Source: an optimization exercise on an open RTL-to-GDS flow (aim: small area, a short achievable clock period and few clock cycles per item). Production flows keep margins and buffers that such runs may drop.
The RTL was checked by simulation tests, not by an equivalence proof against the original design.

==> flow/design.v <==
module dz16_rs_dec (
    input             clk,
    input             rst,         
    input             in_valid,
    output            in_ready,
    input      [63:0] in_data,
    output            out_valid,
    input             out_ready,
    output     [63:0] out_data,
    output            out_last,
    output     [1:0]  out_status   
);
    localparam [1:0] ST_CLEAN = 2'd0, ST_CORR = 2'd1, ST_UNCORR = 2'd2, ST_POISON = 2'd3;
    localparam integer NROW = 13;
    localparam [63:0] POISON_S = 64'h917fe9c4ff071064;
    function [7:0] gf_mul(input [7:0] a, input [7:0] b);
        integer i;
        reg [7:0] p, aa;
        begin
            p  = 8'd0;
            aa = a;
            for (i = 0; i < 8; i = i + 1) begin
                if (b[i]) p = p ^ aa;
                aa = {aa[6:0], 1'b0} ^ (aa[7] ? 8'h1D : 8'h00);
            end
            gf_mul = p;
        end
    endfunction
    localparam [3:0] LAM = 4'hf;
    function [3:0] g16_mul(input [3:0] a, input [3:0] b);
        integer i;
        reg [3:0] p, aa;
        begin
            p  = 4'd0;
            aa = a;
            for (i = 0; i < 4; i = i + 1) begin
                if (b[i]) p = p ^ aa;
                aa = {aa[2:0], 1'b0} ^ (aa[3] ? 4'h3 : 4'h0);
            end
            g16_mul = p;
        end
    endfunction
    function [7:0] cm(input [7:0] a, input [7:0] b);
        reg [3:0] m0, m1, m2;
        begin
            m0 = g16_mul(a[3:0], b[3:0]);
            m1 = g16_mul(a[7:4], b[7:4]);
            m2 = g16_mul(a[3:0] ^ a[7:4], b[3:0] ^ b[7:4]);
            cm = {m2 ^ m0, m0 ^ g16_mul(LAM, m1)};
        end
    endfunction
    function [7:0] csq(input [7:0] a);
        reg [3:0] h, l;
        begin
            h = g16_mul(a[7:4], a[7:4]);
            l = g16_mul(a[3:0], a[3:0]);
            csq = {h, l ^ g16_mul(LAM, h)};
        end
    endfunction
    function [3:0] g16_inv(input [3:0] a);
        begin
            case (a)
            4'h0: g16_inv = 4'h0;
            4'h1: g16_inv = 4'h1;
            4'h2: g16_inv = 4'h9;
            4'h3: g16_inv = 4'he;
            4'h4: g16_inv = 4'hd;
            4'h5: g16_inv = 4'hb;
            4'h6: g16_inv = 4'h7;
            4'h7: g16_inv = 4'h6;
            4'h8: g16_inv = 4'hf;
            4'h9: g16_inv = 4'h2;
            4'ha: g16_inv = 4'hc;
            4'hb: g16_inv = 4'h5;
            4'hc: g16_inv = 4'ha;
            4'hd: g16_inv = 4'h4;
            4'he: g16_inv = 4'h3;
            4'hf: g16_inv = 4'h8;
            default: g16_inv = 4'h0;
            endcase
        end
    endfunction
    function cmember(input [7:0] a);
        begin
            case (a)
            8'h01, 8'h02, 8'h03, 8'h04, 8'h08, 8'h13, 8'h17, 8'h18, 8'h1a, 8'h23, 8'h26, 8'h27, 8'h29, 8'h30, 8'h31, 8'h32, 8'h33, 8'h34, 8'h36, 8'h3e, 8'h40, 8'h41, 8'h44, 8'h46, 8'h48, 8'h4c, 8'h4e, 8'h52, 8'h56, 8'h57, 8'h5d, 8'h60, 8'h62, 8'h64, 8'h66, 8'h6b, 8'h6c, 8'h6f, 8'h71, 8'h72, 8'h78, 8'h7a, 8'h80, 8'h82, 8'h83, 8'h88, 8'h89, 8'h8b, 8'h8c, 8'h95, 8'h9a, 8'ha1, 8'ha4, 8'ha5, 8'ha9, 8'hb3, 8'hb9, 8'hba, 8'hc0, 8'hc4, 8'hc5, 8'hc8, 8'hcb, 8'hcd, 8'hd5, 8'he2, 8'he3, 8'he4, 8'he7, 8'hf8, 8'hfb, 8'hfe: cmember = 1'b1;
            default: cmember = 1'b0;
            endcase
        end
    endfunction
    function [7:0] cqsolve(input [7:0] a);
        begin
            cqsolve = 8'h00;
            if (a[0]) cqsolve = cqsolve ^ 8'h06;
            if (a[1]) cqsolve = cqsolve ^ 8'h0a;
            if (a[2]) cqsolve = cqsolve ^ 8'h08;
            if (a[3]) cqsolve = cqsolve ^ 8'h14;
            if (a[4]) cqsolve = cqsolve ^ 8'h78;
            if (a[5]) cqsolve = cqsolve ^ 8'ha7;
            if (a[6]) cqsolve = cqsolve ^ 8'h95;
            if (a[7]) cqsolve = cqsolve ^ 8'h52;
        end
    endfunction
    function [7:0] to_z(input [7:0] a);
        begin
            to_z = 8'h00;
            if (a[0]) to_z = to_z ^ 8'h41;
            if (a[1]) to_z = to_z ^ 8'h51;
            if (a[2]) to_z = to_z ^ 8'h24;
            if (a[3]) to_z = to_z ^ 8'hb0;
            if (a[4]) to_z = to_z ^ 8'hb7;
            if (a[5]) to_z = to_z ^ 8'hff;
            if (a[6]) to_z = to_z ^ 8'h82;
            if (a[7]) to_z = to_z ^ 8'ha2;
        end
    endfunction
    function [7:0] to_poly(input [7:0] a);
        begin
            to_poly = 8'h00;
            if (a[0]) to_poly = to_poly ^ 8'h01;
            if (a[1]) to_poly = to_poly ^ 8'h98;
            if (a[2]) to_poly = to_poly ^ 8'h4e;
            if (a[3]) to_poly = to_poly ^ 8'h0a;
            if (a[4]) to_poly = to_poly ^ 8'h8a;
            if (a[5]) to_poly = to_poly ^ 8'h16;
            if (a[6]) to_poly = to_poly ^ 8'h02;
            if (a[7]) to_poly = to_poly ^ 8'h2d;
        end
    endfunction
    function [7:0] lanes(input [7:0] z);
        integer j;
        for (j = 0; j < 8; j = j + 1)
            lanes[j] = (z == (8'h80 >> j));
    endfunction
    function [7:0] zstep(input [7:0] z);
        zstep = gf_mul(z, 8'h1d);
    endfunction
    function [7:0] cinv(input [7:0] a);
        reg [3:0] d, di;
        begin
            d  = g16_mul(a[3:0], a[3:0] ^ a[7:4]) ^ g16_mul(LAM, g16_mul(a[7:4], a[7:4]));
            di = g16_inv(d);
            cinv = {g16_mul(a[7:4], di), g16_mul(a[3:0] ^ a[7:4], di)};
        end
    endfunction
    reg  [3:0]   in_beat;
    reg  [63:0]  synd;
    reg  [63:0]  ring   [0:NROW-1];
    reg          rvalid [0:NROW-1];
    reg  [2:0]   rbeat  [0:NROW-1];
    reg  [1:0]   rcw    [0:NROW-1];
    reg  [1:0]   in_cw, out_cw;
    reg          sv;           
    reg          a_valid;      
    reg          a2_valid;     
    reg          b_valid;      
    reg          cur_valid;    
    reg  [2:0]   out_beat;
    wire tap_hit   = rvalid[NROW-1] & (rbeat[NROW-1] == out_beat) & (rcw[NROW-1] == out_cw);
    wire offer     = cur_valid & tap_hit;
    wire pop       = offer & out_ready;
    wire is_check  = (in_beat == 4'd8);
    assign in_ready = (is_check ? ~b_valid : 1'b1) & (~rvalid[NROW-1] | pop);
    wire take      = in_valid & in_ready;
    wire push      = take & ~is_check;
    wire [63:0] sm = (in_beat == 4'd0) ? 64'd0 : synd;
    wire [63:0] synd_next;
    wire sy_t0 = in_data[61] ^ in_data[62];
    wire sy_t1 = in_data[58] ^ sy_t0;
    wire sy_t2 = in_data[52] ^ in_data[53];
    wire sy_t3 = in_data[5] ^ in_data[14];
    wire sy_t4 = in_data[2] ^ in_data[13];
    wire sy_t5 = in_data[21] ^ in_data[26];
    wire sy_t6 = in_data[54] ^ in_data[55];
    wire sy_t7 = in_data[1] ^ in_data[35];
    wire sy_t8 = in_data[37] ^ in_data[45];
    wire sy_t9 = in_data[6] ^ in_data[46];
    wire sy_t10 = in_data[10] ^ in_data[50];
    wire sy_t11 = in_data[12] ^ in_data[22];
    wire sy_t12 = in_data[18] ^ in_data[30];
    wire sy_t13 = in_data[34] ^ in_data[38];
    wire sy_t14 = in_data[3] ^ in_data[31];
    wire sy_t15 = in_data[29] ^ in_data[39];
    wire sy_t16 = in_data[25] ^ in_data[36];
    wire sy_t17 = in_data[41] ^ in_data[51];
    wire sy_t18 = in_data[60] ^ sy_t1;
    wire sy_t19 = in_data[16] ^ in_data[61];
    wire sy_t20 = in_data[11] ^ in_data[19];
    wire sy_t21 = in_data[27] ^ in_data[43];
    wire sy_t22 = in_data[8] ^ in_data[40];
    wire sy_t23 = in_data[20] ^ in_data[28];
    wire sy_t24 = in_data[15] ^ in_data[23];
    wire sy_t25 = in_data[33] ^ in_data[44];
    wire sy_t26 = in_data[24] ^ in_data[48];
    wire sy_t27 = in_data[4] ^ in_data[7];
    wire sy_t28 = in_data[9] ^ in_data[17];
    wire sy_t29 = in_data[32] ^ in_data[42];
    wire sy_t30 = in_data[47] ^ sy_t4;
    wire sy_t31 = in_data[49] ^ in_data[63];
    wire sy_t32 = sy_t5 ^ sy_t9;
    wire sy_t33 = sy_t2 ^ sy_t23;
    wire sy_t34 = in_data[12] ^ sy_t7;
    wire sy_t35 = sy_t6 ^ sy_t16;
    wire sy_t36 = in_data[57] ^ in_data[59];
    wire sy_t37 = in_data[0] ^ in_data[51];
    wire sy_t38 = in_data[42] ^ sy_t3;
    wire sy_t39 = sy_t8 ^ sy_t13;
    wire sy_t40 = in_data[59] ^ sy_t0;
    wire sy_t41 = sy_t14 ^ sy_t24;
    wire sy_t42 = in_data[60] ^ sy_t36;
    wire sy_t43 = sy_t10 ^ sy_t18;
    wire sy_t44 = in_data[2] ^ in_data[15];
    wire sy_t45 = in_data[56] ^ sy_t19;
    wire sy_t46 = in_data[44] ^ sy_t12;
    wire sy_t47 = sy_t15 ^ sy_t17;
    wire sy_t48 = in_data[18] ^ in_data[28];
    wire sy_t49 = in_data[27] ^ in_data[47];
    wire sy_t50 = in_data[34] ^ in_data[46];
    wire sy_t51 = in_data[21] ^ sy_t20;
    wire sy_t52 = sy_t6 ^ sy_t21;
    wire sy_t53 = in_data[30] ^ sy_t11;
    wire sy_t54 = in_data[37] ^ sy_t27;
    wire sy_t55 = in_data[49] ^ sy_t22;
    wire sy_t56 = in_data[23] ^ sy_t25;
    wire sy_t57 = in_data[9] ^ sy_t29;
    wire sy_t58 = in_data[5] ^ in_data[13];
    wire sy_t59 = in_data[25] ^ in_data[43];
    wire sy_t60 = in_data[7] ^ in_data[26];
    wire sy_t61 = in_data[31] ^ in_data[45];
    wire sy_t62 = in_data[40] ^ in_data[50];
    wire sy_t63 = sm[58] ^ sm[60];
    wire sy_t64 = sy_t21 ^ sy_t28;
    wire sy_t65 = in_data[16] ^ sy_t2;
    wire sy_t66 = in_data[17] ^ sy_t15;
    wire sy_t67 = in_data[48] ^ sy_t31;
    wire sy_t68 = sy_t38 ^ sy_t39;
    wire sy_t69 = in_data[61] ^ sy_t42;
    wire sy_t70 = sy_t25 ^ sy_t30;
    wire sy_t71 = in_data[29] ^ in_data[53];
    wire sy_t72 = in_data[36] ^ in_data[54];
    wire sy_t73 = in_data[22] ^ in_data[54];
    wire sy_t74 = in_data[38] ^ in_data[63];
    wire sy_t75 = in_data[1] ^ in_data[55];
    wire sy_t76 = in_data[6] ^ in_data[15];
    wire sy_t77 = in_data[0] ^ in_data[8];
    wire sy_t78 = in_data[19] ^ in_data[41];
    wire sy_t79 = in_data[11] ^ in_data[20];
    wire sy_t80 = in_data[5] ^ in_data[38];
    wire sy_t81 = in_data[11] ^ in_data[55];
    wire sy_t82 = in_data[27] ^ in_data[42];
    wire sy_t83 = in_data[10] ^ in_data[22];
    wire sy_t84 = sm[59] ^ sm[61];
    wire sy_t85 = in_data[51] ^ sy_t3;
    wire sy_t86 = in_data[49] ^ sy_t16;
    wire sy_t87 = in_data[4] ^ sy_t14;
    wire sy_t88 = in_data[53] ^ sy_t5;
    wire sy_t89 = in_data[32] ^ sy_t10;
    wire sy_t90 = in_data[33] ^ sy_t17;
    wire sy_t91 = in_data[39] ^ sy_t26;
    wire sy_t92 = sy_t56 ^ sy_t61;
    wire sy_t93 = sy_t19 ^ sy_t53;
    wire sy_t94 = in_data[24] ^ sy_t18;
    wire sy_t95 = sy_t11 ^ sy_t43;
    wire sy_t96 = in_data[4] ^ in_data[29];
    wire sy_t97 = in_data[13] ^ in_data[35];
    wire sy_t98 = sm[8] ^ sm[12];
    wire sy_t99 = in_data[34] ^ sm[15];
    wire sy_t100 = in_data[39] ^ in_data[62];
    wire sy_t101 = in_data[3] ^ in_data[37];
    wire sy_t102 = in_data[6] ^ in_data[19];
    wire sy_t103 = in_data[13] ^ in_data[20];
    wire sy_t104 = in_data[40] ^ in_data[48];
    wire sy_t105 = in_data[52] ^ sm[19];
    wire sy_t106 = in_data[8] ^ in_data[36];
    wire sy_t107 = sm[24] ^ sm[27];
    wire sy_t108 = in_data[5] ^ in_data[23];
    wire sy_t109 = sm[32] ^ sm[39];
    wire sy_t110 = in_data[28] ^ in_data[41];
    wire sy_t111 = sm[40] ^ sm[41];
    wire sy_t112 = in_data[25] ^ in_data[54];
    wire sy_t113 = sm[49] ^ sm[52];
    wire sy_t114 = sm[50] ^ sm[53];
    wire sy_t115 = sm[51] ^ sm[54];
    wire sy_t116 = in_data[0] ^ sy_t22;
    wire sy_t117 = sy_t8 ^ sy_t58;
    wire sy_t118 = sy_t8 ^ sy_t9;
    wire sy_t119 = in_data[52] ^ sy_t59;
    wire sy_t120 = sm[13] ^ sy_t3;
    wire sy_t121 = sm[14] ^ sy_t13;
    wire sy_t122 = in_data[16] ^ sy_t20;
    wire sy_t123 = in_data[50] ^ sy_t29;
    wire sy_t124 = sy_t7 ^ sy_t28;
    wire sy_t125 = sy_t11 ^ sy_t44;
    wire sy_t126 = in_data[43] ^ sy_t2;
    wire sy_t127 = in_data[9] ^ sy_t48;
    wire sy_t128 = sy_t37 ^ sy_t50;
    wire sy_t129 = sy_t2 ^ sy_t27;
    wire sy_t130 = sy_t12 ^ sy_t83;
    wire sy_t131 = sm[56] ^ sy_t63;
    wire sy_t132 = sm[62] ^ sy_t84;
    wire sy_t133 = sy_t32 ^ sy_t33;
    wire sy_t134 = in_data[7] ^ sy_t85;
    wire sy_t135 = in_data[31] ^ sy_t46;
    wire sy_t136 = sy_t15 ^ sy_t30;
    wire sy_t137 = sy_t1 ^ sy_t10;
    wire sy_t138 = in_data[10] ^ sy_t45;
    wire sy_t139 = in_data[24] ^ sy_t35;
    wire sy_t140 = sm[18] ^ sy_t47;
    wire sy_t141 = sy_t80 ^ sy_t125;
    wire sy_t142 = sy_t31 ^ sy_t40;
    wire sy_t143 = in_data[4] ^ sy_t45;
    wire sy_t144 = sy_t1 ^ sy_t37;
    wire sy_t145 = in_data[18] ^ sy_t54;
    wire sy_t146 = sy_t4 ^ sy_t68;
    wire sy_t147 = in_data[14] ^ in_data[62];
    wire sy_t148 = in_data[22] ^ in_data[47];
    wire sy_t149 = in_data[17] ^ in_data[42];
    wire sy_t150 = in_data[44] ^ sm[11];
    wire sy_t151 = in_data[0] ^ in_data[3];
    wire sy_t152 = in_data[17] ^ in_data[37];
    wire sy_t153 = in_data[31] ^ sm[17];
    wire sy_t154 = in_data[16] ^ in_data[19];
    wire sy_t155 = sm[28] ^ sm[29];
    wire sy_t156 = in_data[6] ^ in_data[29];
    wire sy_t157 = in_data[40] ^ sm[25];
    wire sy_t158 = in_data[1] ^ in_data[45];
    wire sy_t159 = in_data[33] ^ in_data[48];
    wire sy_t160 = in_data[49] ^ sm[33];
    wire sy_t161 = in_data[36] ^ sm[34];
    wire sy_t162 = in_data[32] ^ sm[35];
    wire sy_t163 = in_data[47] ^ in_data[52];
    wire sy_t164 = in_data[33] ^ in_data[41];
    wire sy_t165 = in_data[28] ^ in_data[34];
    wire sy_t166 = sm[43] ^ sm[45];
    wire sy_t167 = sm[40] ^ sm[46];
    wire sy_t168 = in_data[26] ^ in_data[39];
    wire sy_t169 = in_data[37] ^ sm[48];
    wire sy_t170 = in_data[11] ^ in_data[40];
    wire sy_t171 = in_data[33] ^ sm[63];
    wire sy_t172 = in_data[21] ^ sy_t26;
    wire sy_t173 = in_data[63] ^ sy_t24;
    wire sy_t174 = sy_t12 ^ sy_t71;
    wire sy_t175 = sy_t17 ^ sy_t96;
    wire sy_t176 = sy_t9 ^ sy_t23;
    wire sy_t177 = in_data[35] ^ sy_t60;
    wire sy_t178 = sm[12] ^ sy_t97;
    wire sy_t179 = in_data[26] ^ sy_t7;
    wire sy_t180 = sy_t16 ^ sy_t27;
    wire sy_t181 = sy_t23 ^ sy_t77;
    wire sy_t182 = in_data[30] ^ sy_t104;
    wire sy_t183 = in_data[46] ^ sy_t29;
    wire sy_t184 = in_data[62] ^ sy_t49;
    wire sy_t185 = sy_t12 ^ sy_t21;
    wire sy_t186 = in_data[44] ^ sy_t26;
    wire sy_t187 = in_data[14] ^ sy_t7;
    wire sy_t188 = in_data[17] ^ sy_t19;
    wire sy_t189 = sm[30] ^ sy_t24;
    wire sy_t190 = sm[27] ^ sy_t17;
    wire sy_t191 = in_data[53] ^ sy_t3;
    wire sy_t192 = in_data[43] ^ sy_t6;
    wire sy_t193 = sm[37] ^ sy_t161;
    wire sy_t194 = sy_t44 ^ sy_t102;
    wire sy_t195 = in_data[23] ^ sy_t81;
    wire sy_t196 = sy_t82 ^ sy_t164;
    wire sy_t197 = sy_t5 ^ sy_t8;
    wire sy_t198 = sy_t22 ^ sy_t111;
    wire sy_t199 = in_data[49] ^ sy_t165;
    wire sy_t200 = sm[41] ^ sy_t4;
    wire sy_t201 = in_data[32] ^ sy_t3;
    wire sy_t202 = sy_t7 ^ sy_t79;
    wire sy_t203 = in_data[2] ^ sy_t114;
    wire sy_t204 = in_data[27] ^ sy_t115;
    wire sy_t205 = sy_t28 ^ sy_t72;
    wire sy_t206 = sy_t20 ^ sy_t113;
    wire sy_t207 = in_data[10] ^ sy_t76;
    wire sy_t208 = sm[57] ^ sy_t13;
    wire sy_t209 = sy_t71 ^ sy_t117;
    wire sy_t210 = sy_t40 ^ sy_t52;
    wire sy_t211 = sy_t41 ^ sy_t51;
    wire sy_t212 = in_data[3] ^ sy_t34;
    wire sy_t213 = sy_t25 ^ sy_t51;
    wire sy_t214 = sy_t33 ^ sy_t64;
    wire sy_t215 = sm[9] ^ sy_t119;
    wire sy_t216 = sy_t98 ^ sy_t120;
    wire sy_t217 = sy_t55 ^ sy_t59;
    wire sy_t218 = sy_t65 ^ sy_t99;
    wire sy_t219 = in_data[34] ^ sy_t118;
    wire sy_t220 = sy_t40 ^ sy_t65;
    wire sy_t221 = sy_t77 ^ sy_t89;
    wire sy_t222 = sy_t34 ^ sy_t122;
    wire sy_t223 = sy_t19 ^ sy_t42;
    wire sy_t224 = sy_t26 ^ sy_t90;
    wire sy_t225 = sy_t32 ^ sy_t49;
    wire sy_t226 = sy_t57 ^ sy_t105;
    wire sy_t227 = sy_t13 ^ sy_t47;
    wire sy_t228 = sy_t29 ^ sy_t33;
    wire sy_t229 = sy_t30 ^ sy_t86;
    wire sy_t230 = sy_t62 ^ sy_t190;
    wire sy_t231 = in_data[31] ^ sy_t91;
    wire sy_t232 = sy_t55 ^ sy_t109;
    wire sy_t233 = sm[36] ^ sy_t41;
    wire sy_t234 = sy_t14 ^ sy_t66;
    wire sy_t235 = sy_t46 ^ sy_t67;
    wire sy_t236 = sy_t197 ^ sy_t198;
    wire sy_t237 = sy_t32 ^ sy_t35;
    wire sy_t238 = sy_t41 ^ sy_t200;
    wire sy_t239 = in_data[61] ^ sy_t129;
    wire sy_t240 = sy_t73 ^ sy_t137;
    wire sy_t241 = sy_t86 ^ sy_t214;
    wire sy_t242 = sy_t121 ^ sy_t136;
    wire sy_t243 = sy_t37 ^ sy_t92;
    wire sy_t244 = sy_t39 ^ sy_t139;
    wire sy_t245 = sy_t140 ^ sy_t226;
    wire sy_t246 = sm[16] ^ sy_t141;
    wire sy_t247 = sy_t126 ^ sy_t227;
    wire sy_t248 = in_data[19] ^ sy_t69;
    wire sy_t249 = sy_t70 ^ sy_t107;
    wire sy_t250 = sy_t5 ^ sy_t134;
    wire sy_t251 = sy_t12 ^ sy_t143;
    wire sy_t252 = sy_t18 ^ sy_t26;
    wire sy_t253 = sm[55] ^ sy_t70;
    wire sy_t254 = in_data[13] ^ sy_t145;
    wire sy_t255 = sy_t94 ^ sy_t218;
    wire sy_t256 = sy_t95 ^ sy_t133;
    assign synd_next[0] = in_data[32] ^ sm[0] ^ sy_t45 ^ sy_t116 ^ sy_t172 ^ sy_t209;
    assign synd_next[1] = sm[1] ^ sy_t46 ^ sy_t72 ^ sy_t96 ^ sy_t146 ^ sy_t256;
    assign synd_next[2] = in_data[30] ^ in_data[38] ^ sm[2] ^ sy_t9 ^ sy_t73 ^ sy_t147;
    assign synd_next[3] = in_data[30] ^ in_data[53] ^ sm[3] ^ sy_t15 ^ sy_t74 ^ sy_t97 ^ sy_t118 ^ sy_t134 ^ sy_t148 ^ sy_t210 ^ sy_t211;
    assign synd_next[4] = in_data[36] ^ sm[4] ^ sy_t6 ^ sy_t27 ^ sy_t68 ^ sy_t135 ^ sy_t136 ^ sy_t173 ^ sy_t256;
    assign synd_next[5] = sm[5] ^ sy_t32 ^ sy_t146 ^ sy_t174 ^ sy_t240;
    assign synd_next[6] = sm[6] ^ sy_t69 ^ sy_t117 ^ sy_t175 ^ sy_t212 ^ sy_t213 ^ sy_t241;
    assign synd_next[7] = in_data[21] ^ in_data[61] ^ sm[7] ^ sy_t209;
    assign synd_next[8] = sy_t53 ^ sy_t54 ^ sy_t75 ^ sy_t138 ^ sy_t176 ^ sy_t211 ^ sy_t215 ^ sy_t216 ^ sy_t242;
    assign synd_next[9] = in_data[51] ^ sm[10] ^ sy_t25 ^ sy_t76 ^ sy_t149 ^ sy_t177 ^ sy_t217 ^ sy_t255;
    assign synd_next[10] = in_data[8] ^ in_data[17] ^ in_data[23] ^ sy_t3 ^ sy_t53 ^ sy_t87 ^ sy_t88 ^ sy_t100 ^ sy_t150 ^ sy_t178;
    assign synd_next[11] = in_data[44] ^ sy_t35 ^ sy_t48 ^ sy_t64 ^ sy_t78 ^ sy_t173 ^ sy_t179 ^ sy_t216 ^ sy_t219 ^ sy_t220 ^ sy_t221;
    assign synd_next[12] = in_data[18] ^ in_data[26] ^ sm[11] ^ sm[13] ^ sy_t22 ^ sy_t31 ^ sy_t38 ^ sy_t64 ^ sy_t73 ^ sy_t178 ^ sy_t180 ^ sy_t243 ^ sy_t255;
    assign synd_next[13] = in_data[10] ^ in_data[30] ^ in_data[47] ^ in_data[55] ^ sm[15] ^ sy_t1 ^ sy_t44 ^ sy_t66 ^ sy_t98 ^ sy_t101 ^ sy_t121 ^ sy_t133 ^ sy_t150 ^ sy_t217 ^ sy_t222;
    assign synd_next[14] = in_data[6] ^ sy_t24 ^ sy_t99 ^ sy_t120 ^ sy_t123 ^ sy_t215 ^ sy_t223 ^ sy_t224;
    assign synd_next[15] = in_data[21] ^ sm[10] ^ sm[12] ^ sy_t79 ^ sy_t87 ^ sy_t93 ^ sy_t119 ^ sy_t242;
    assign synd_next[16] = sm[20] ^ sm[21] ^ sy_t20 ^ sy_t124 ^ sy_t135 ^ sy_t138 ^ sy_t140 ^ sy_t181 ^ sy_t225 ^ sy_t244;
    assign synd_next[17] = in_data[23] ^ sm[22] ^ sy_t43 ^ sy_t102 ^ sy_t103 ^ sy_t151 ^ sy_t182 ^ sy_t245;
    assign synd_next[18] = in_data[16] ^ sm[23] ^ sy_t48 ^ sy_t60 ^ sy_t105 ^ sy_t106 ^ sy_t152 ^ sy_t183 ^ sy_t184 ^ sy_t246;
    assign synd_next[19] = in_data[1] ^ in_data[8] ^ in_data[24] ^ in_data[54] ^ sm[20] ^ sy_t48 ^ sy_t57 ^ sy_t142 ^ sy_t153 ^ sy_t213 ^ sy_t247;
    assign synd_next[20] = in_data[47] ^ in_data[48] ^ sm[18] ^ sy_t43 ^ sy_t74 ^ sy_t90 ^ sy_t116 ^ sy_t152 ^ sy_t185 ^ sy_t228;
    assign synd_next[21] = in_data[5] ^ in_data[15] ^ in_data[45] ^ sy_t1 ^ sy_t35 ^ sy_t50 ^ sy_t154 ^ sy_t177 ^ sy_t186 ^ sy_t245;
    assign synd_next[22] = in_data[50] ^ sm[19] ^ sy_t47 ^ sy_t55 ^ sy_t127 ^ sy_t246 ^ sy_t248;
    assign synd_next[23] = sy_t8 ^ sy_t17 ^ sy_t81 ^ sy_t153 ^ sy_t180 ^ sy_t187 ^ sy_t188 ^ sy_t225;
    assign synd_next[24] = in_data[14] ^ sy_t10 ^ sy_t21 ^ sy_t88 ^ sy_t143 ^ sy_t155 ^ sy_t183 ^ sy_t189 ^ sy_t212 ^ sy_t244 ^ sy_t249;
    assign synd_next[25] = in_data[18] ^ sm[31] ^ sy_t43 ^ sy_t101 ^ sy_t107 ^ sy_t156 ^ sy_t157 ^ sy_t229 ^ sy_t250;
    assign synd_next[26] = in_data[24] ^ sm[26] ^ sm[28] ^ sy_t4 ^ sy_t11 ^ sy_t23 ^ sy_t81 ^ sy_t92 ^ sy_t100 ^ sy_t124 ^ sy_t128 ^ sy_t157;
    assign synd_next[27] = in_data[7] ^ in_data[35] ^ sm[26] ^ sy_t9 ^ sy_t16 ^ sy_t26 ^ sy_t30 ^ sy_t74 ^ sy_t82 ^ sy_t155 ^ sy_t220 ^ sy_t230;
    assign synd_next[28] = in_data[52] ^ sm[28] ^ sy_t31 ^ sy_t34 ^ sy_t60 ^ sy_t94 ^ sy_t108 ^ sy_t219 ^ sy_t230;
    assign synd_next[29] = in_data[6] ^ in_data[22] ^ in_data[43] ^ sm[29] ^ sy_t14 ^ sy_t35 ^ sy_t57 ^ sy_t62 ^ sy_t79 ^ sy_t144 ^ sy_t191 ^ sy_t249;
    assign synd_next[30] = in_data[4] ^ in_data[5] ^ in_data[50] ^ sm[25] ^ sy_t28 ^ sy_t34 ^ sy_t69 ^ sy_t176 ^ sy_t189 ^ sy_t229 ^ sy_t231;
    assign synd_next[31] = sm[26] ^ sm[31] ^ sy_t13 ^ sy_t51 ^ sy_t52 ^ sy_t56 ^ sy_t93 ^ sy_t158 ^ sy_t221;
    assign synd_next[32] = in_data[21] ^ sy_t33 ^ sy_t50 ^ sy_t57 ^ sy_t61 ^ sy_t70 ^ sy_t78 ^ sy_t187 ^ sy_t192 ^ sy_t232 ^ sy_t251;
    assign synd_next[33] = in_data[25] ^ sm[39] ^ sy_t8 ^ sy_t50 ^ sy_t95 ^ sy_t122 ^ sy_t159 ^ sy_t160 ^ sy_t181 ^ sy_t233;
    assign synd_next[34] = in_data[24] ^ sy_t46 ^ sy_t52 ^ sy_t123 ^ sy_t147 ^ sy_t193 ^ sy_t194 ^ sy_t234;
    assign synd_next[35] = sm[38] ^ sy_t20 ^ sy_t34 ^ sy_t58 ^ sy_t62 ^ sy_t142 ^ sy_t162 ^ sy_t163 ^ sy_t243;
    assign synd_next[36] = in_data[43] ^ sy_t27 ^ sy_t95 ^ sy_t109 ^ sy_t128 ^ sy_t162 ^ sy_t195 ^ sy_t235;
    assign synd_next[37] = sm[33] ^ sm[35] ^ sy_t20 ^ sy_t66 ^ sy_t103 ^ sy_t129 ^ sy_t158 ^ sy_t196 ^ sy_t232 ^ sy_t233 ^ sy_t240;
    assign synd_next[38] = in_data[2] ^ in_data[9] ^ in_data[14] ^ in_data[27] ^ in_data[32] ^ sy_t51 ^ sy_t69 ^ sy_t91 ^ sy_t92 ^ sy_t130 ^ sy_t160 ^ sy_t193;
    assign synd_next[39] = in_data[38] ^ in_data[49] ^ sm[34] ^ sm[35] ^ sm[38] ^ sy_t30 ^ sy_t38 ^ sy_t110 ^ sy_t174 ^ sy_t179 ^ sy_t188 ^ sy_t192;
    assign synd_next[40] = sm[42] ^ sm[45] ^ sy_t47 ^ sy_t52 ^ sy_t108 ^ sy_t138 ^ sy_t186 ^ sy_t228 ^ sy_t236;
    assign synd_next[41] = sm[46] ^ sy_t54 ^ sy_t64 ^ sy_t135 ^ sy_t148 ^ sy_t166 ^ sy_t194 ^ sy_t199 ^ sy_t252;
    assign synd_next[42] = in_data[9] ^ in_data[53] ^ sm[47] ^ sy_t55 ^ sy_t100 ^ sy_t141 ^ sy_t167 ^ sy_t196 ^ sy_t237;
    assign synd_next[43] = in_data[18] ^ in_data[20] ^ in_data[45] ^ sm[44] ^ sm[47] ^ sy_t20 ^ sy_t21 ^ sy_t40 ^ sy_t67 ^ sy_t75 ^ sy_t85 ^ sy_t87 ^ sy_t111 ^ sy_t123;
    assign synd_next[44] = in_data[0] ^ in_data[4] ^ sm[42] ^ sm[44] ^ sy_t6 ^ sy_t43 ^ sy_t78 ^ sy_t149 ^ sy_t168 ^ sy_t235 ^ sy_t238;
    assign synd_next[45] = in_data[38] ^ sy_t104 ^ sy_t130 ^ sy_t144 ^ sy_t166 ^ sy_t238 ^ sy_t241;
    assign synd_next[46] = sm[42] ^ sy_t32 ^ sy_t38 ^ sy_t75 ^ sy_t106 ^ sy_t159 ^ sy_t167 ^ sy_t185 ^ sy_t223 ^ sy_t234;
    assign synd_next[47] = in_data[38] ^ in_data[41] ^ sm[43] ^ sm[47] ^ sy_t91 ^ sy_t112 ^ sy_t201 ^ sy_t202 ^ sy_t236 ^ sy_t239;
    assign synd_next[48] = in_data[12] ^ in_data[42] ^ sy_t62 ^ sy_t101 ^ sy_t113 ^ sy_t139 ^ sy_t203 ^ sy_t247 ^ sy_t251;
    assign synd_next[49] = in_data[0] ^ sm[49] ^ sy_t14 ^ sy_t28 ^ sy_t60 ^ sy_t110 ^ sy_t146 ^ sy_t195 ^ sy_t204 ^ sy_t252;
    assign synd_next[50] = in_data[6] ^ in_data[20] ^ in_data[62] ^ sm[50] ^ sy_t34 ^ sy_t41 ^ sy_t65 ^ sy_t169 ^ sy_t182 ^ sy_t205 ^ sy_t253;
    assign synd_next[51] = in_data[5] ^ sm[51] ^ sy_t10 ^ sy_t11 ^ sy_t22 ^ sy_t67 ^ sy_t110 ^ sy_t156 ^ sy_t169 ^ sy_t206 ^ sy_t210;
    assign synd_next[52] = in_data[4] ^ in_data[10] ^ sy_t18 ^ sy_t67 ^ sy_t72 ^ sy_t82 ^ sy_t88 ^ sy_t108 ^ sy_t114 ^ sy_t127 ^ sy_t170;
    assign synd_next[53] = in_data[29] ^ in_data[52] ^ in_data[55] ^ sy_t5 ^ sy_t41 ^ sy_t49 ^ sy_t80 ^ sy_t115 ^ sy_t124 ^ sy_t137 ^ sy_t145 ^ sy_t203 ^ sy_t224;
    assign synd_next[54] = in_data[1] ^ in_data[41] ^ sm[48] ^ sy_t22 ^ sy_t35 ^ sy_t42 ^ sy_t54 ^ sy_t93 ^ sy_t168 ^ sy_t204 ^ sy_t207 ^ sy_t253;
    assign synd_next[55] = in_data[29] ^ sm[55] ^ sy_t7 ^ sy_t44 ^ sy_t93 ^ sy_t106 ^ sy_t126 ^ sy_t128 ^ sy_t201 ^ sy_t206;
    assign synd_next[56] = in_data[56] ^ sm[63] ^ sy_t10 ^ sy_t34 ^ sy_t90 ^ sy_t131 ^ sy_t132 ^ sy_t170 ^ sy_t199 ^ sy_t237 ^ sy_t239;
    assign synd_next[57] = in_data[39] ^ sy_t9 ^ sy_t24 ^ sy_t52 ^ sy_t83 ^ sy_t94 ^ sy_t116 ^ sy_t131 ^ sy_t202 ^ sy_t208 ^ sy_t254;
    assign synd_next[58] = in_data[11] ^ in_data[33] ^ in_data[34] ^ in_data[45] ^ sm[57] ^ sy_t2 ^ sy_t57 ^ sy_t84 ^ sy_t130 ^ sy_t131 ^ sy_t184 ^ sy_t250;
    assign synd_next[59] = in_data[20] ^ sy_t4 ^ sy_t63 ^ sy_t66 ^ sy_t78 ^ sy_t112 ^ sy_t132 ^ sy_t142 ^ sy_t172 ^ sy_t191 ^ sy_t208;
    assign synd_next[60] = in_data[12] ^ in_data[40] ^ sm[56] ^ sm[62] ^ sy_t18 ^ sy_t33 ^ sy_t74 ^ sy_t75 ^ sy_t154 ^ sy_t171 ^ sy_t231 ^ sy_t254;
    assign synd_next[61] = in_data[49] ^ sm[57] ^ sm[60] ^ sm[62] ^ sy_t39 ^ sy_t49 ^ sy_t58 ^ sy_t76 ^ sy_t87 ^ sy_t89 ^ sy_t112 ^ sy_t127 ^ sy_t144 ^ sy_t222;
    assign synd_next[62] = sm[61] ^ sy_t11 ^ sy_t63 ^ sy_t68 ^ sy_t88 ^ sy_t151 ^ sy_t171 ^ sy_t205 ^ sy_t207 ^ sy_t248;
    assign synd_next[63] = in_data[8] ^ in_data[25] ^ in_data[61] ^ sy_t28 ^ sy_t32 ^ sy_t56 ^ sy_t89 ^ sy_t103 ^ sy_t132 ^ sy_t163 ^ sy_t175;
    wire [7:0] s0 = synd[7:0],   s1 = synd[15:8],  s2 = synd[23:16], s3 = synd[31:24];
    wire [7:0] a_det = cm(s0, s2) ^ csq(s1);
    wire [7:0] a_A   = cm(s0, s3) ^ cm(s1, s2);
    wire [7:0] a_B   = cm(s1, s3) ^ csq(s2);
    wire       a_case2 = (a_det != 8'd0);
    wire [7:0] a_U   = a_case2 ? a_det : s0;
    wire [7:0] a_V   = a_case2 ? a_A : s1;
    wire [7:0] a_W   = a_case2 ? a_B : 8'd0;
    wire [63:0] hs = ring[2];
    reg  [7:0]  r1_U, r1_V, r1_W;
    reg         r1_clean, r1_poison, r1_case2, r1_Anz, r1_S0nz;
    reg  [7:0]  ra_U, ra_V, ra_W, ra_invU, ra_invV;
    reg         ra_clean, ra_poison, ra_case2, ra_Anz, ra_S0nz;
    wire [7:0] b_s0 = hs[7:0],   b_s1 = hs[15:8],  b_s2 = hs[23:16], b_s3 = hs[31:24];
    wire [7:0] b_s4 = hs[39:32], b_s5 = hs[47:40], b_s6 = hs[55:48], b_s7 = hs[63:56];
    wire [7:0] sig1 = cm(ra_V, ra_invU);
    wire [7:0] sig2 = cm(ra_W, ra_invU);
    wire [7:0] rho  = cm(ra_U, ra_invV);
    wire [7:0] e2 = b_s4 ^ cm(sig1, b_s3) ^ cm(sig2, b_s2);
    wire [7:0] e3 = b_s5 ^ cm(sig1, b_s4) ^ cm(sig2, b_s3);
    wire [7:0] e4 = b_s6 ^ cm(sig1, b_s5) ^ cm(sig2, b_s4);
    wire [7:0] e5 = b_s7 ^ cm(sig1, b_s6) ^ cm(sig2, b_s5);
    wire       ver_ok = ({e2, e3, e4, e5} == 32'd0);
    wire [7:0] qc   = cm(sig2, csq(rho));
    wire       qtr  = ^(qc & 8'h80);
    reg  [7:0]  rb_sig1, rb_w0, rb_s1rho, rb_s0;
    reg         rb_ok1, rb_ok2, rb_case2, rb_clean, rb_poison;
    wire [7:0] x1   = rb_case2 ? cm(rb_sig1, rb_w0) : rb_sig1;
    wire [7:0] x2   = x1 ^ rb_sig1;
    wire [7:0] y1   = rb_case2 ? (rb_s1rho ^ cm(rb_s0, rb_w0 ^ 8'h01)) : rb_s0;
    wire [7:0] y2   = y1 ^ rb_s0;
    wire       ok1  = rb_ok1 & cmember(x1);
    wire       ok2  = rb_ok2 & cmember(x1) & cmember(x2);
    wire [1:0] c_next_status = rb_clean ? ST_CLEAN : rb_poison ? ST_POISON
                             : (ok1 | ok2) ? ST_CORR : ST_UNCORR;
    reg  [1:0] c_status;
    reg  [7:0] c_z1, c_z2, c_y1, c_y2;
    reg  [7:0] c_m1, c_m2;      
    wire       load_cur = b_valid & (~cur_valid | (pop & (out_beat == 3'd7)));
    assign out_valid  = offer;
    assign out_last   = (out_beat == 3'd7);
    assign out_status = c_status;
    reg [63:0] odata;
    integer oj;
    always @* begin
        odata = ring[NROW-1];
        for (oj = 0; oj < 8; oj = oj + 1) begin
            if (c_m1[oj]) odata[8*oj +: 8] = odata[8*oj +: 8] ^ c_y1;
            if (c_m2[oj]) odata[8*oj +: 8] = odata[8*oj +: 8] ^ c_y2;
        end
        if (c_status[1])
            odata = 64'd0;
    end
    assign out_data = odata;
    integer ri;
    always @(posedge clk) begin
        ring[0]  <= push ? in_data : ring[NROW-1];
        rbeat[0] <= push ? in_beat[2:0] : rbeat[NROW-1];
        rcw[0]   <= push ? in_cw : rcw[NROW-1];
        ring[1]  <= sv ? synd : ring[0];
        for (ri = 1; ri < NROW; ri = ri + 1) begin
            if (ri > 1)
                ring[ri] <= ring[ri-1];
            rbeat[ri]  <= rbeat[ri-1];
            rcw[ri]    <= rcw[ri-1];
            rvalid[ri] <= rvalid[ri-1];
        end
        rvalid[0] <= push | (rvalid[NROW-1] & ~pop);
        if (take)
            synd <= synd_next;
        r1_U      <= a_U;
        r1_V      <= a_V;
        r1_W      <= a_W;
        r1_clean  <= (synd == 64'd0);
        r1_poison <= (synd == POISON_S);
        r1_case2  <= a_case2;
        r1_Anz    <= (a_A != 8'd0);
        r1_S0nz   <= (s0 != 8'd0);
        ra_U      <= r1_U;
        ra_V      <= r1_V;
        ra_W      <= r1_W;
        ra_invU   <= cinv(r1_U);
        ra_invV   <= cinv(r1_V);
        ra_clean  <= r1_clean;
        ra_poison <= r1_poison;
        ra_case2  <= r1_case2;
        ra_Anz    <= r1_Anz;
        ra_S0nz   <= r1_S0nz;
        if (a2_valid) begin
            rb_sig1   <= sig1;
            rb_w0     <= cqsolve(qc);
            rb_s1rho  <= cm(b_s1, rho);
            rb_s0     <= b_s0;
            rb_ok1    <= ~ra_case2 & ra_S0nz & ~ra_Anz & ver_ok;
            rb_ok2    <= ra_case2 & ra_Anz & ~qtr & ver_ok;
            rb_case2  <= ra_case2;
            rb_clean  <= ra_clean;
            rb_poison <= ra_poison;
        end
        if (load_cur) begin
            c_status <= c_next_status;
            c_z1     <= to_z(x1);
            c_z2     <= rb_case2 ? to_z(x2) : 8'd0;
            c_m1     <= lanes(to_z(x1));
            c_m2     <= rb_case2 ? lanes(to_z(x2)) : 8'd0;
            c_y1     <= to_poly(y1);
            c_y2     <= rb_case2 ? to_poly(y2) : 8'd0;
        end else if (pop) begin
            c_z1     <= zstep(c_z1);
            c_z2     <= zstep(c_z2);
            c_m1     <= lanes(zstep(c_z1));
            c_m2     <= lanes(zstep(c_z2));
        end
        if (rst) begin
            in_beat   <= 4'd0;
            for (ri = 0; ri < NROW; ri = ri + 1)
                rvalid[ri] <= 1'b0;
            in_cw     <= 2'd0;
            out_cw    <= 2'd0;
            sv        <= 1'b0;
            a_valid   <= 1'b0;
            a2_valid  <= 1'b0;
            b_valid   <= 1'b0;
            cur_valid <= 1'b0;
            out_beat  <= 3'd0;
        end else begin
            if (take)
                in_beat <= is_check ? 4'd0 : in_beat + 4'd1;
            if (take & is_check)
                in_cw <= in_cw + 2'd1;
            if (pop & (out_beat == 3'd7))
                out_cw <= out_cw + 2'd1;
            sv      <= take & is_check;
            a_valid  <= sv;
            a2_valid <= a_valid;
            if (a2_valid)
                b_valid <= 1'b1;
            else if (load_cur)
                b_valid <= 1'b0;
            if (load_cur)
                cur_valid <= 1'b1;
            else if (pop & (out_beat == 3'd7))
                cur_valid <= 1'b0;
            if (pop)
                out_beat <= out_beat + 3'd1;
        end
    end
endmodule
==> flow/run.sh <==
#!/bin/bash
# synth_recipe.tcl (not shown) runs the flow's synth.tcl, then flattens the netlist and writes it again
# the make line also repeats each setting of config.mk as NAME=value (left out here)
make -C /OpenROAD-flow-scripts/flow DESIGN_CONFIG=/design/flow/config.mk WORK_HOME=/design/flow/orfs CLKGATE_MAP_FILE= SYNTH_SCRIPT=/design/flow/synth_recipe.tcl finish
==> flow/config.mk <==
export PLATFORM = sky130hd
export DESIGN_NAME = dz16_rs_dec
export DESIGN_NICKNAME = dz16_rs_dec
export VERILOG_FILES = /design/flow/design.v
export SDC_FILE = /design/flow/constraint.sdc
export NUM_CORES = 4
export LEC_CHECK = 0
export CAP_MARGIN = 20
export CORE_MARGIN = 2
export CORE_UTILIZATION = 40
export SETUP_SLACK_MARGIN = 5
export SLEW_MARGIN = 20
==> flow/constraint.sdc <==
create_clock -name core_clock -period 10.0 [get_ports {clk}]
set_input_delay 2.0000 -clock core_clock [delete_from_list [all_inputs] [get_ports {clk}]]
set_output_delay 2.0000 -clock core_clock [all_outputs]
set_load 0.01 [all_outputs]
==> results of run 1 <==
[kinds of logic (layout without fill, tap and decap cells)]
logic type,after synthesis,count (layout),share of synthesized area
other,0,2,0
adders and majority gates,54,54,0.01118
buffers and inverters,447,630,0.02975
muxes,262,262,0.04732
xor gates and xnor gates,2148,2148,0.3411
AOI/OAI and AO/OA,494,494,0.05173
DFF,1150,1150,0.4057
and+or+nand+nor,1613,1613,0.1132
[cell usage after synthesis, types with 7 or more instances]
| library cell | count | area (um^2) |
|---|---|---|
| xnor2_1 | 1518 | 13300 |
| xnor3_1 | 86 | 1937 |
| o22ai_1 | 30 | 187.7 |
| clkbuf_1 | 270 | 1013 |
| o211ai_1 | 25 | 187.7 |
| buf_4 | 7 | 52.55 |
| nand3b_1 | 9 | 67.56 |
| nor2_1 | 481 | 1805 |
| or3_1 | 9 | 56.30 |
| xor2_1 | 490 | 4292 |
| a221oi_1 | 10 | 87.58 |
| or2_2 | 9 | 56.30 |
| dfxtp_1 | 1000 | 20020 |
| nor3b_1 | 15 | 112.6 |
| mux2_2 | 170 | 1914 |
| nand3_1 | 42 | 210.2 |
| nand4_1 | 15 | 93.84 |
| xnor2_2 | 24 | 390.4 |
| mux2i_1 | 90 | 900.9 |
| edfxtp_1 | 150 | 4504 |
| a21o_1 | 10 | 75.07 |
| ha_1 | 54 | 675.7 |
| clkbuf_2 | 9 | 45.04 |
| a31oi_1 | 14 | 87.58 |
| o21ai_0 | 124 | 620.6 |
| nand2_1 | 815 | 3059 |
| and3_1 | 11 | 68.82 |
| a211oi_1 | 10 | 75.07 |
| a22oi_1 | 52 | 390.4 |
| buf_1 | 27 | 101.4 |
| inv_1 | 76 | 285.3 |
| nor3_1 | 45 | 225.2 |
| nor2b_1 | 66 | 412.9 |
| nor4_1 | 16 | 100.1 |
| xnor3_2 | 9 | 214.0 |
| a21oi_1 | 131 | 655.6 |
| nand2b_1 | 27 | 168.9 |
| buf_2 | 49 | 245.2 |
| o21ai_1 | 9 | 45.04 |
| and2_1 | 21 | 131.4 |
[what timing repair did]
action,in CTS,in global routing
pin swaps,3,14
setup buffers,6,60
endpoints found under the setup margin,10,28
resized for setup,37,72
[how the worst max path moves through the flow]
stage               slack, ns        to   startpoint
global placement         4.19   c_m1[0]    out_ready
global route             4.95  rb_w0[2]   ra_invV[4]
CTS                      5.00    rb_ok2   ra_invU[5]
floorplan                5.19   synd[1]  in_data[61]
detailed placement       4.09   synd[1]  in_data[61]
finish                   5.19    rb_ok2      ra_W[3]
[cell type report]
class | instances | area (um^2) | share of cell area
clock buffer | 155 | 3177 | 0.04618
sequential | 1150 | 24550 | 0.3569
tap | 2016 | 2522 | 0.03667
clock inverter | 54 | 624.3 | 0.009076
antenna | 2 | 5.005 | 0.00007276
timing repair buffer | 339 | 2910 | 0.04231
multi-input combinational | 4571 | 34690 | 0.5042
inverter | 82 | 312.8 | 0.004547
[critical path, cell delays in order (launching register included)]
cell and delay, ns:
dfxtp_1 0.52, xor2_2 0.26, nand2_1 0.10, xnor2_1 0.37, xnor2_4 0.21, xnor3_2 0.66, nand2_1 0.15, xnor2_1 0.15
xnor3_1 0.46, xnor2_1 0.41, xnor3_1 0.33, nand4b_1 0.15, nor4b_2 0.37, nand4_1 0.18, nor4_1 0.31
[layer usage]
metal  share of wire  wire length [um]  vias up  track usage
li1                -                 -    19990            -
met1            0.44             86650    20560       0.3497
met2            0.43             85890     1897       0.3848
met3           0.092             18210      362      0.04956
met4           0.037              7390       22      0.08736
met5         0.00073               144        -            0
[through the flow]
step                      std cells  hold WS (ns)
after floorplan                6168        0.3096
after detailed placement       8091        0.3121
after global placement         8091        0.3095
final                          8369        0.2464
after global routing           8367        0.2568
after CTS                      8306        0.2454
[registers in the layout, indices dropped and copies added (netlist names), 13 cells and up]
name,count
ring,832
rvalid,13
rbeat,39
synd,64
rcw,26
==> results.json, run 1 <==
{
  "design.portCount": 137,
  "post_drt_wl_per_cell_um": 23.69,
  "numClockSinks": 1150,
  "status": "no timing/DRC/antenna violations",
  "syn_avg_cell_area_um2": 9.800,
  "cts_root_buffer": "clkbuf_16",
  "maxCapViolCount": 0,
  "post-dp-hpwl_um": 147300,
  "grt_max_degree": 72,
  "worst_pin_slew_ns": 1.169,
  "synth_seq_cells": 1150,
  "fp.dieArea_um2": 154200,
  "chipHeight_um": 392.7,
  "ys_warn_count": 5,
  "crit_fanout": 15,
  "grt_pass1_vias": 40110,
  "crit_required_ns": 10.50,
  "nets": 6377,
  "min_path_cells": 0,
  "routed_wl_um": 198300,
  "path_class": "reg2reg",
  "drtIter0Drc": 4938,
  "layout_commonest_cell": "xnor2_1",
  "placed_area_um2": 63930,
  "cp.arrival_ns": 5.31,
  "finalWorstSetupSlack_ns": 5.191,
  "synth-edff-count": 150,
  "cts_tree": "yes",
  "cts_buffer_depth": 3,
  "h-tree-depth": 3,
  "final_cell_mix": "1,491 x xnor2_1, 983 x dfxtp_1, 812 x nand2_1",
  "hold_viol": 0,
  "grt-ovfl-total": 0,
  "layout_min_cycle_time_ns": 4.809,
  "utilization": 0.4587,
  "fp.dieW_um": 392.7,
  "via_per_inst": 5.117,
  "ys_seq_area_frac": 0.4057,
  "reg2reg_to": "rb_ok2",
  "port_buffers": 136,
  "antenna_found_initial": 16,
  "syn_inst": 6168,
  "grt_first_pass_wirelength_um": 282900,
  "drive_above_1_share": 0.1140,
  "core_area_um2": 150000,
  "ys.flop_type": "dfxtp_1",
  "reg2reg_slack_ns": 5.19,
  "start_util": 0.4031,
  "synthArstFlopShare": 0,
  "ctsHoldBuffers": 0,
  "finalSetupViolCount": 0,
  "holdCritPathClass": "reg2reg",
  "vias": 42820,
  "num_rows": 142,
  "gp_congestion": 1.017,
  "cp-end-kind": "flop",
  "max_freq_mhz": 208.0,
  "slew_headroom": 0.2209,
  "numCtsBuffers": 111,
  "final_antenna_net_count": 0,
  "syn_nets": 6290,
  "crit-reg2reg-launch": "ra_W[3]",
  "netlist_area_um2": 60450,
  "reg2regPathDepth": 14,
  "drcViolationCount": 0,
  "min_from": "ring[6][18]",
  "finalInstanceArea_um2": 68790,
  "clock-skew-final_ns": 0.1182,
  "grt_use_total": 0.2509,
  "post-place-ws_ns": 4.095,
  "setup_tns_ns": 0,
  "min_period_over_period": 0.4809,
  "rsz0062_at_grt": "no",
  "clk_latency_ns": 0.77,
  "holdPathEnd": "ring[7][18]",
  "drv_slew": 0,
  "dr.pass1.iters": 7,
  "area_growth_syn_to_layout_pct": 13.80,
  "synthDistinctLibCells": 95,
  "clkSlewWorstSetupHoldPaths_ns": 0.07,
  "fillCellCount": 14150,
  "startpoint_type": "flop"
}
Testbench counts, summed over its fixed seeds: cycles 17,376, items 1,920.
==> run 2: changes to the inputs <==
--- a/flow/design.v
+++ b/flow/design.v
@@ -148,7 +148,6 @@
     reg  [63:0]  ring   [0:NROW-1];
     reg          rvalid [0:NROW-1];
-    reg  [2:0]   rbeat  [0:NROW-1];
-    reg  [1:0]   rcw    [0:NROW-1];
-    reg  [1:0]   in_cw, out_cw;
+    reg  [3:0]   hdiff;
+    reg  [3:0]   used;
     reg          sv;           
     reg          a_valid;      
@@ -157,9 +156,12 @@
     reg          cur_valid;    
     reg  [2:0]   out_beat;
-    wire tap_hit   = rvalid[NROW-1] & (rbeat[NROW-1] == out_beat) & (rcw[NROW-1] == out_cw);
-    wire offer     = cur_valid & tap_hit;
+    wire at_head   = (hdiff == 4'd0);
+    wire offer     = cur_valid & at_head & rvalid[NROW-1];
+    wire adv       = at_head & (pop | ~rvalid[NROW-1]);
+    wire free_tap  = at_head ? (~rvalid[NROW-1] | pop)
+                             : (~rvalid[NROW-1] & ({1'b0, NROW[3:0]} - {1'b0, hdiff} >= {1'b0, used}));
     wire pop       = offer & out_ready;
     wire is_check  = (in_beat == 4'd8);
-    assign in_ready = (is_check ? ~b_valid : 1'b1) & (~rvalid[NROW-1] | pop);
+    assign in_ready = is_check ? (~b_valid & (~rvalid[NROW-1] | pop)) : free_tap;
     wire take      = in_valid & in_ready;
     wire push      = take & ~is_check;
@@ -498,11 +500,10 @@
     reg  [7:0]  r1_U, r1_V, r1_W;
     reg         r1_clean, r1_poison, r1_case2, r1_Anz, r1_S0nz;
-    reg  [7:0]  ra_U, ra_V, ra_W, ra_invU, ra_invV;
-    reg         ra_clean, ra_poison, ra_case2, ra_Anz, ra_S0nz;
+    reg  [7:0]  ra_invU, ra_invV;
     wire [7:0] b_s0 = hs[7:0],   b_s1 = hs[15:8],  b_s2 = hs[23:16], b_s3 = hs[31:24];
     wire [7:0] b_s4 = hs[39:32], b_s5 = hs[47:40], b_s6 = hs[55:48], b_s7 = hs[63:56];
-    wire [7:0] sig1 = cm(ra_V, ra_invU);
-    wire [7:0] sig2 = cm(ra_W, ra_invU);
-    wire [7:0] rho  = cm(ra_U, ra_invV);
+    wire [7:0] sig1 = cm(r1_V, ra_invU);
+    wire [7:0] sig2 = cm(r1_W, ra_invU);
+    wire [7:0] rho  = cm(r1_U, ra_invV);
     wire [7:0] e2 = b_s4 ^ cm(sig1, b_s3) ^ cm(sig2, b_s2);
     wire [7:0] e3 = b_s5 ^ cm(sig1, b_s4) ^ cm(sig2, b_s3);
@@ -544,12 +545,8 @@
     always @(posedge clk) begin
         ring[0]  <= push ? in_data : ring[NROW-1];
-        rbeat[0] <= push ? in_beat[2:0] : rbeat[NROW-1];
-        rcw[0]   <= push ? in_cw : rcw[NROW-1];
         ring[1]  <= sv ? synd : ring[0];
         for (ri = 1; ri < NROW; ri = ri + 1) begin
             if (ri > 1)
                 ring[ri] <= ring[ri-1];
-            rbeat[ri]  <= rbeat[ri-1];
-            rcw[ri]    <= rcw[ri-1];
             rvalid[ri] <= rvalid[ri-1];
         end
@@ -557,22 +554,16 @@
         if (take)
             synd <= synd_next;
-        r1_U      <= a_U;
-        r1_V      <= a_V;
-        r1_W      <= a_W;
-        r1_clean  <= (synd == 64'd0);
-        r1_poison <= (synd == POISON_S);
-        r1_case2  <= a_case2;
-        r1_Anz    <= (a_A != 8'd0);
-        r1_S0nz   <= (s0 != 8'd0);
-        ra_U      <= r1_U;
-        ra_V      <= r1_V;
-        ra_W      <= r1_W;
+        if (sv) begin
+            r1_U      <= a_U;
+            r1_V      <= a_V;
+            r1_W      <= a_W;
+            r1_clean  <= (synd == 64'd0);
+            r1_poison <= (synd == POISON_S);
+            r1_case2  <= a_case2;
+            r1_Anz    <= (a_A != 8'd0);
+            r1_S0nz   <= (s0 != 8'd0);
+        end
         ra_invU   <= cinv(r1_U);
         ra_invV   <= cinv(r1_V);
-        ra_clean  <= r1_clean;
-        ra_poison <= r1_poison;
-        ra_case2  <= r1_case2;
-        ra_Anz    <= r1_Anz;
-        ra_S0nz   <= r1_S0nz;
         if (a2_valid) begin
             rb_sig1   <= sig1;
@@ -580,9 +571,9 @@
             rb_s1rho  <= cm(b_s1, rho);
             rb_s0     <= b_s0;
-            rb_ok1    <= ~ra_case2 & ra_S0nz & ~ra_Anz & ver_ok;
-            rb_ok2    <= ra_case2 & ra_Anz & ~qtr & ver_ok;
-            rb_case2  <= ra_case2;
-            rb_clean  <= ra_clean;
-            rb_poison <= ra_poison;
+            rb_ok1    <= ~r1_case2 & r1_S0nz & ~r1_Anz & ver_ok;
+            rb_ok2    <= r1_case2 & r1_Anz & ~qtr & ver_ok;
+            rb_case2  <= r1_case2;
+            rb_clean  <= r1_clean;
+            rb_poison <= r1_poison;
         end
         if (load_cur) begin
@@ -604,6 +595,6 @@
             for (ri = 0; ri < NROW; ri = ri + 1)
                 rvalid[ri] <= 1'b0;
-            in_cw     <= 2'd0;
-            out_cw    <= 2'd0;
+            hdiff     <= 4'd0;
+            used      <= 4'd0;
             sv        <= 1'b0;
             a_valid   <= 1'b0;
@@ -615,8 +606,12 @@
             if (take)
                 in_beat <= is_check ? 4'd0 : in_beat + 4'd1;
-            if (take & is_check)
-                in_cw <= in_cw + 2'd1;
-            if (pop & (out_beat == 3'd7))
-                out_cw <= out_cw + 2'd1;
+            if (at_head)
+                hdiff <= (rvalid[NROW-1] & ~pop) ? NROW - 1 : 4'd0;
+            else
+                hdiff <= hdiff - 4'd1;
+            if (push)
+                used <= at_head ? NROW : NROW - hdiff + 4'd1;
+            else if (adv && used != 4'd0)
+                used <= used - 4'd1;
             sv      <= take & is_check;
             a_valid  <= sv;
==> results.json, run 2 <==
{
  "crit_slowest_cell": "clkdlybuf4s50_1",
  "final_antenna_net_count": 0,
  "synth_seq_cells": 1060,
  "design.portCount": 137,
  "finalSetupViolCount": 0,
  "finalWorstSetupSlack_ns": 5.013,
  "cp.arrival_ns": 5.46,
  "drtIter0Drc": 4641,
  "ys_warn_count": 3,
  "yosys.area.top_type_share": 0.2996,
  "cp-end-kind": "flop",
  "ctsHoldBuffers": 0,
  "drv_slew": 0,
  "status": "no timing/DRC/antenna violations",
  "post-place-ws_ns": 4.213,
  "h-tree-depth": 3,
  "synth_most_common_cell": "xnor2_1",
  "layout_commonest_cell": "xnor2_1",
  "vias": 43540,
  "post_drt_wl_per_cell_um": 23.35,
  "clkSlewWorstSetupHoldPaths_ns": 0.07,
  "port_buffers": 136,
  "netlist_area_um2": 58870,
  "via_per_inst": 5.190,
  "chipHeight_um": 387.6,
  "slowest_delay_ns": 0.81,
  "routed_wl_um": 195900,
  "crit_fanout": 6,
  "numClockSinks": 1060,
  "start_util": 0.4035,
  "ys.flop_type": "dfxtp_1",
  "synth_top_cell_by_area": "dfxtp_1",
  "clk_latency_ns": 0.72,
  "clock-skew-final_ns": 0.08305,
  "maxCapViolCount": 0,
  "drive_above_1_share": 0.1100,
  "synthDistinctLibCells": 89,
  "grt_first_pass_wirelength_um": 280700,
  "largest_register_ffs": 832,
  "syn_avg_cell_area_um2": 9.386,
  "dp_cells": 8050,
  "regMostFlops": "ring",
  "slew_headroom": 0.1761,
  "netlist_top_cells_area": "dfxtp_1 30%, xnor2_1 22%, edfxtp_1 9.1%",
  "fillCellCount": 13710,
  "grt_use_total": 0.2516,
  "cp_cell_sequence": "clkdlybuf4s50_1 > xnor2_1 > xor2_1 > xnor2_1 > xnor2_1 > xnor2_1 > xnor2_1",
  "top_regs": "ring: 832 flops, synd: 64 flops, rvalid: 13 flops",
  "startpoint_type": "input port",
  "syn_nets": 6405,
  "layout_min_cycle_time_ns": 4.987,
  "core_area_um2": 145900,
  "rsz0062_at_grt": "no",
  "dr.pass1.iters": 6,
  "final_cell_mix": "1,462 x xnor2_1, 996 x nand2_1, 873 x dfxtp_1",
  "post-dp-hpwl_um": 145900,
  "grt_pass1_vias": 40340,
  "cp_common_cell": "xnor2_1",
  "grt-ovfl-total": 0,
  "synth-edff-count": 179,
  "holdCritPathClass": "reg2reg",
  "ys_seq_area_frac": 0.3909,
  "worst_pin_slew_ns": 1.227,
  "path_class": "in2reg",
  "synth.top_cells.by_count": "1,499 x xnor2_1, 998 x nand2_1, 881 x dfxtp_1",
  "final_cells": 8390,
  "grt_max_degree": 72,
  "setup_tns_ns": 0,
  "hold_viol": 0,
  "synthArstFlopShare": 0,
  "num_rows": 140,
  "fp.dieArea_um2": 150300,
  "max_freq_mhz": 200.5,
  "min_period_over_period": 0.4987,
  "syn_inst": 6272,
  "area_growth_syn_to_layout_pct": 15.04,
  "drcViolationCount": 0,
  "numCtsBuffers": 103,
  "gp_congestion": 1.063,
  "cts_tree": "yes",
  "antenna_found_initial": 9,
  "crit_required_ns": 10.47,
  "nets": 6516,
  "fp.dieW_um": 387.6,
  "cts_buffer_depth": 3,
  "hold_ws_ns": 0.2680,
  "cts_root_buffer": "clkbuf_16"
}
[run 2: changes by cell type after synthesis, moves of 15 or more]
| cell | before | now |
|---|---|---|
| a21oi_1 | 131 | 169 |
| clkbuf_1 | 270 | 286 |
| dfxtp_1 | 1000 | 881 |
| edfxtp_1 | 150 | 179 |
| mux2_2 | 170 | 92 |
| mux2i_1 | 90 | 67 |
| nand2_1 | 815 | 998 |
| nand2b_1 | 27 | 42 |
| nor2_1 | 481 | 463 |
| nor2b_1 | 66 | 51 |
| o21ai_0 | 124 | 156 |
| xnor2_1 | 1518 | 1499 |
| xnor3_1 | 86 | 65 |
[run 2: timing repair]
action / CTS / global route
buffers inserted: 21 / 122
resized for setup: 38 / 92
setup endpoints to repair: 21 / 29
pin swaps: 4 / 24
gates cloned: 0 / 2
[run 2: critical path, delay by kind of cell]
family | cells | cell delay [ns]
xor+xnor | 6 | 2.63
buf+inv | 1 | 0.81
[run 2: final timing paths]
kind | slack [ns] | startpoint | cells after the start | endpoint
worst max register to register | 5.18 | r1_U[7] | 13 | rb_w0[4]
worst max-delay path | 5.01 | in_data[51] | 7 | synd[53]
worst min register to register | 0.27 | ring[9][28] | 0 | ring[10][28]
worst min-delay path | 0.27 | ring[9][28] | 0 | ring[10][28]
[run 2: kinds of logic (layout without fill, tap and decap cells)]
family	after synthesis	in the layout	share of synthesized area
xor+xnor	2127	2129	0.3431
simple gates	1792	1792	0.1279
flops	1060	1060	0.3909
compound gates	583	583	0.06144
buf+inv	483	679	0.03294
mux	162	162	0.02995
fa+ha+maj	65	65	0.01381
other cells	0	3	0
[run 2: layout make-up]
class                      instances  area [um^2]  area share
clock inverter                    45        554.3    0.008184
tap                             1917         2399     0.03542
antenna                            3        7.507   0.0001109
multi-input combinational       4731        34840      0.5144
timing repair buffer             393         3413     0.05040
clock buffer                     147         3123     0.04611
inverter                          94        362.8    0.005358
sequential                      1060        23020      0.3400
[run 2: metal layers]
metal / up-vias / track usage / wire, um
li1: 20380 / - / -
met1: 20920 / 0.3505 / 85850
met2: 1851 / 0.3915 / 86140
met3: 390 / 0.03953 / 15850
met4: 4 / 0.09375 / 8030
met5: - / 0 / 17
[run 2: through the flow]
step                  util  instance area [um^2]
floorplan                -                 58870
global placement    0.4246                 61950
detailed placement  0.4247                 61970
CTS                 0.4525                 66030
global route        0.4641                 67720
finish              0.4641                 67720
Testbench counts of run 2, summed over its fixed seeds: cycles 17,376, items 1,920.

[what the ideal ports hide]
The flow's constraints put no driver on any port. The routed layouts listed below were extracted and timed again, unchanged, in two steps.
Step 1 (the two cells are an assumption about what drives the block):
set clk [get_ports {clk}]
set_driving_cell -lib_cell sky130_fd_sc_hd__clkbuf_16 $clk
set_driving_cell -lib_cell sky130_fd_sc_hd__buf_2 [delete_from_list [all_inputs] $clk]
Step 2 times the ports against the registers' clock, not the clock port: input delays grow and output delays shrink by t, the midpoint of the rising clock arrivals with the driver on.
Three values: no drivers, after step 1, after step 2; two values: the first two.
| run | shift t [ns] | setup slack, ns | worst setup path after step 2 | latest minus earliest clock arrival (ns) | worst register clock-pin slew, ns |
|---|---|---|---|---|---|
| run 1 | 0.788 | 5.191 / 5.182 / 4.394 | input to register | 0.128 / 0.128 | 0.07 / 0.07 |
| run 2 | 0.768 | 5.013 / 5.067 / 4.298 | input to register | 0.083 / 0.083 | 0.07 / 0.07 |
After both steps setup and hold are still met in every run listed. The setup slack of run 1, which loses most, moves by -0.009 ns with the drivers and by -0.797 ns with both steps.
